Background: an optimization exercise with open tools, aiming at small area, a short achievable clock period and few clock cycles per item. Do not read the settings as production practice.
The RTL was checked by simulation tests, not by an equivalence proof against the original design.
No activity file was given, so power comes from the tool's default toggle rates.

// rafter_sweep
module rafter_sweep (
    input  wire         clk,
    input  wire         rst,
    input  wire         in_valid,
    output reg          in_ready,
    input  wire         first_pass,    
    input  wire         present,       
    input  wire [9:0]   p_i,           
    input  wire [15:0]  p_a,           
    input  wire [2:0]   p_h,           
    input  wire [31:0]  p_t,           
    input  wire [9:0]   ipeak,
    input  wire [31:0]  hold,
    input  wire [9:0]   decay,
    input  wire [3:0]   edge_count,    
    input  wire [63:0]  e_d,           
    input  wire [63:0]  e_a,           
    input  wire [63:0]  e_mask,        
    input  wire [87:0]  e_speed,       
    input  wire [79:0]  s_i,           
    input  wire [127:0] s_a,           
    input  wire [23:0]  s_h,           
    output reg          out_valid,
    input  wire         out_ready,
    output wire [9:0]   q_i,
    output wire [15:0]  q_a,
    output wire [2:0]   q_h,
    output wire [31:0]  q_t,
    output wire         refreshed
);
For scale: ~4700 cells after synthesis, ~830 flip-flops, ~50000 um^2 of cells after synthesis.
Settings: LEC_CHECK=0, CAP_MARGIN=20, CORE_MARGIN=2, CORE_UTILIZATION=60, SLEW_MARGIN=20, SYNTH_HIERARCHICAL=1, SYNTH_MINIMUM_KEEP_SIZE=0; clock period 40.0 ns.
run.sh (not shown) runs the stock make flow with config.mk's settings and CLKGATE_MAP_FILE= SYNTH_SCRIPT=/design/flow/synth_recipe.tcl, a recipe that flattens the netlist after the stock synthesis.
Testbench counts at the start, summed over its fixed seeds: cycles 20,496, items 20,480.
Rerun with:
- CORE_UTILIZATION: 60 -> 40
Effect:
- The new run ran to the end with no violations
- wire length goes up by 6.7%
- final cell count came out higher by 8.8%
- die area rises by 49%
- count of clock-buffer cells in the layout came out higher by 6
- total power stays flat
- critical path depth is unchanged
- global-route usage is lower by 11 points
- final area came out higher by 1.4%

Another version of the RTL of rafter_sweep (not shown whole).
Size: about 670 flip-flops, about 700 I/O pins.
Settings: LEC_CHECK=0, CAP_MARGIN=20, CORE_MARGIN=2, CORE_UTILIZATION=40, CTS_CLUSTER_DIAMETER=200, CTS_CLUSTER_SIZE=24, SLEW_MARGIN=20, SYNTH_HIERARCHICAL=1, SYNTH_MINIMUM_KEEP_SIZE=0; clock period 40.0 ns.
standard.sh (not shown) runs the stock make flow with config.mk's settings and CLKGATE_MAP_FILE= SYNTH_SCRIPT=/design/flow/synth_recipe.tcl, a recipe that flattens the netlist after the stock synthesis.
==> flow/flow/run.sh <==
#!/bin/bash
# The standard layout, with the port buffers made of the platform's
# smallest buffer (buf_1), and timing repair asked to leave 30.5 ns of setup
# slack at the design's 40 ns clock.
set -euo pipefail
export BUFFER_PORTS_ARGS="-buffer_cell sky130_fd_sc_hd__buf_1"
export SETUP_SLACK_MARGIN=30.5
export TNS_END_PERCENT=100
bash standard.sh > standard.log 2>&1
The starting point ran to the end with no violations.
Testbench counts at the start, summed over its fixed seeds: cycles 20,496, items 20,480.
==> next run, changes <==
--- a/flow/flow/run.sh
+++ b/flow/flow/run.sh
@@ -7 +7 @@
-export SETUP_SLACK_MARGIN=30.5
+export SETUP_SLACK_MARGIN=30.7
--- a/flow/config.mk
+++ b/flow/config.mk
@@ -12 +12 @@
-export CTS_CLUSTER_SIZE = 24
+export CTS_CLUSTER_SIZE = 20
The changed run finished with timing, DRC and antenna clean.
Total power goes up by 3.7%.
Final area goes up by 3.0%.
Clock skew hardly moves.
Wire length goes up by 1.7%.
==> next run, changes <==
--- a/flow/flow/run.sh
+++ b/flow/flow/run.sh
@@ -7 +7 @@
-export SETUP_SLACK_MARGIN=30.7
+export SETUP_SLACK_MARGIN=30.2
The new run finished clean. Via count shrinks slightly. Die area does not change. Maximum frequency shrinks by a few percent. Clock skew grows by 3.8 ps. Core utilization shrinks by 1.9 points. Clock-buffer cell count grows by 2. Final area shrinks by a few percent. Register-to-register slack is worse by 360 ps. Synthesized area is unchanged. Setup slack is worse by 380 ps.
==> next run, changes <==
==> flow/run.sh (new file) <==
#!/bin/bash
# synth_recipe.tcl (not shown) runs the flow's synth.tcl, then flattens the netlist and writes it again
# the make line also repeats each setting of config.mk as NAME=value (left out here)
make -C /OpenROAD-flow-scripts/flow DESIGN_CONFIG=/design/flow/config.mk WORK_HOME=/design/flow/orfs CLKGATE_MAP_FILE= SYNTH_SCRIPT=/design/flow/synth_recipe.tcl finish
removed: flow/flow/run.sh
removed: flow/standard.sh
Outcome: Area after synthesis stays the same. Global-route usage rises by 0.34 points. Sequential power falls slightly. Power rises by a few percent. Hold slack got worse by 8.7 ps. Cell area rises by a little under a tenth. Core utilization rises by 3.7 points. Setup slack got worse by 1800 ps. Final cell count stays flat.
==> next run, changes <==
==> flow/flow/run.sh (new file) <==
#!/bin/bash
# The standard layout, with the port buffers made of the platform's
# smallest buffer (buf_1), and timing repair asked to leave 30.5 ns of setup
# slack at the design's 40 ns clock.
set -euo pipefail
export BUFFER_PORTS_ARGS="-buffer_cell sky130_fd_sc_hd__buf_1"
export SETUP_SLACK_MARGIN=30.5
export TNS_END_PERCENT=100
bash standard.sh > standard.log 2>&1
==> flow/standard.sh (new file) <==
#!/bin/bash
# synth_recipe.tcl (not shown) runs the flow's synth.tcl, then flattens the netlist and writes it again
# the make line also repeats each setting of config.mk as NAME=value (left out here)
make -C /OpenROAD-flow-scripts/flow DESIGN_CONFIG=/design/flow/config.mk WORK_HOME=/design/flow/orfs CLKGATE_MAP_FILE= SYNTH_SCRIPT=/design/flow/synth_recipe.tcl "${@:-finish}"
--- a/flow/config.mk
+++ b/flow/config.mk
@@ -10 +10 @@
-export CORE_UTILIZATION = 40
+export CORE_UTILIZATION = 55
removed: flow/run.sh
=> Area after synthesis does not change. Critical path depth is lower by 17. Maximum frequency rises by 22%. Hold slack improves by 5.2 ps. Via count rose by 2.3%. Non-clock buffer count increases by 22. Setup slack gets better by 2100 ps.
==> next run, changes <==
--- a/flow/config.mk
+++ b/flow/config.mk
@@ -10 +10 @@
-export CORE_UTILIZATION = 55
+export CORE_UTILIZATION = 40
Result:
- The changed run finished with timing, DRC and antenna clean
- maximum frequency rose slightly
- clock skew climbs by 13 ps
- die area rose by well over a third
- routed wire length went up by a few percent
- power came out higher slightly
- core utilization goes down by 16 points
- design area came out higher slightly
- non-clock buffer count rises by 8

## afterwards: timing with drivers on the ports
How much do the figures lean on ideal ports? The routed layouts below were timed once more, with nothing changed but the port constraints.
Step 1 (the two cells are an assumption about what drives the block):
set clk [get_ports {clk}]
set_driving_cell -lib_cell sky130_fd_sc_hd__clkbuf_16 $clk
set_driving_cell -lib_cell sky130_fd_sc_hd__buf_2 [delete_from_list [all_inputs] $clk]
Step 2, shift: input delay + t, output delay - t, t = (earliest + latest rising clock arrival at the registers) / 2. This alone moves slack from input paths to output paths.
Three values: no drivers, after step 1, after step 2; two values: the first two.
run	t (ns)	slack for setup (ns)	worst hold slack (ns)	pins driven straight from the clock port
the first run of note 1	0.743	29.319 / 29.243 / 29.986	0.468 / 0.468 / 0.468	1
the second run of note 1	0.760	29.353 / 29.277 / 30.037	0.465 / 0.465 / 0.465	1
the first run of note 2	0.772	30.590 / 30.516 / 29.871	0.525 / 0.525 / 0.525	1
the second run of note 2	0.721	30.584 / 30.576 / 29.855	0.528 / 0.528 / 0.528	1
the third run of note 2	0.703	30.208 / 30.257 / 29.555	0.529 / 0.529 / 0.529	1
the fourth run of note 2	0.704	28.378 / 28.378 / 28.378	0.520 / 0.520 / 0.520	1
the fifth run of note 2	0.671	30.458 / 30.487 / 29.816	0.525 / 0.525 / 0.525	1
the sixth run of note 2	0.710	30.575 / 30.555 / 29.845	0.525 / 0.525 / 0.525	1
After both steps every run listed still meets setup and hold. For the sixth run of note 2, which loses most, drivers alone change the setup slack by -0.020 ns; drivers and shift together by -0.730 ns.
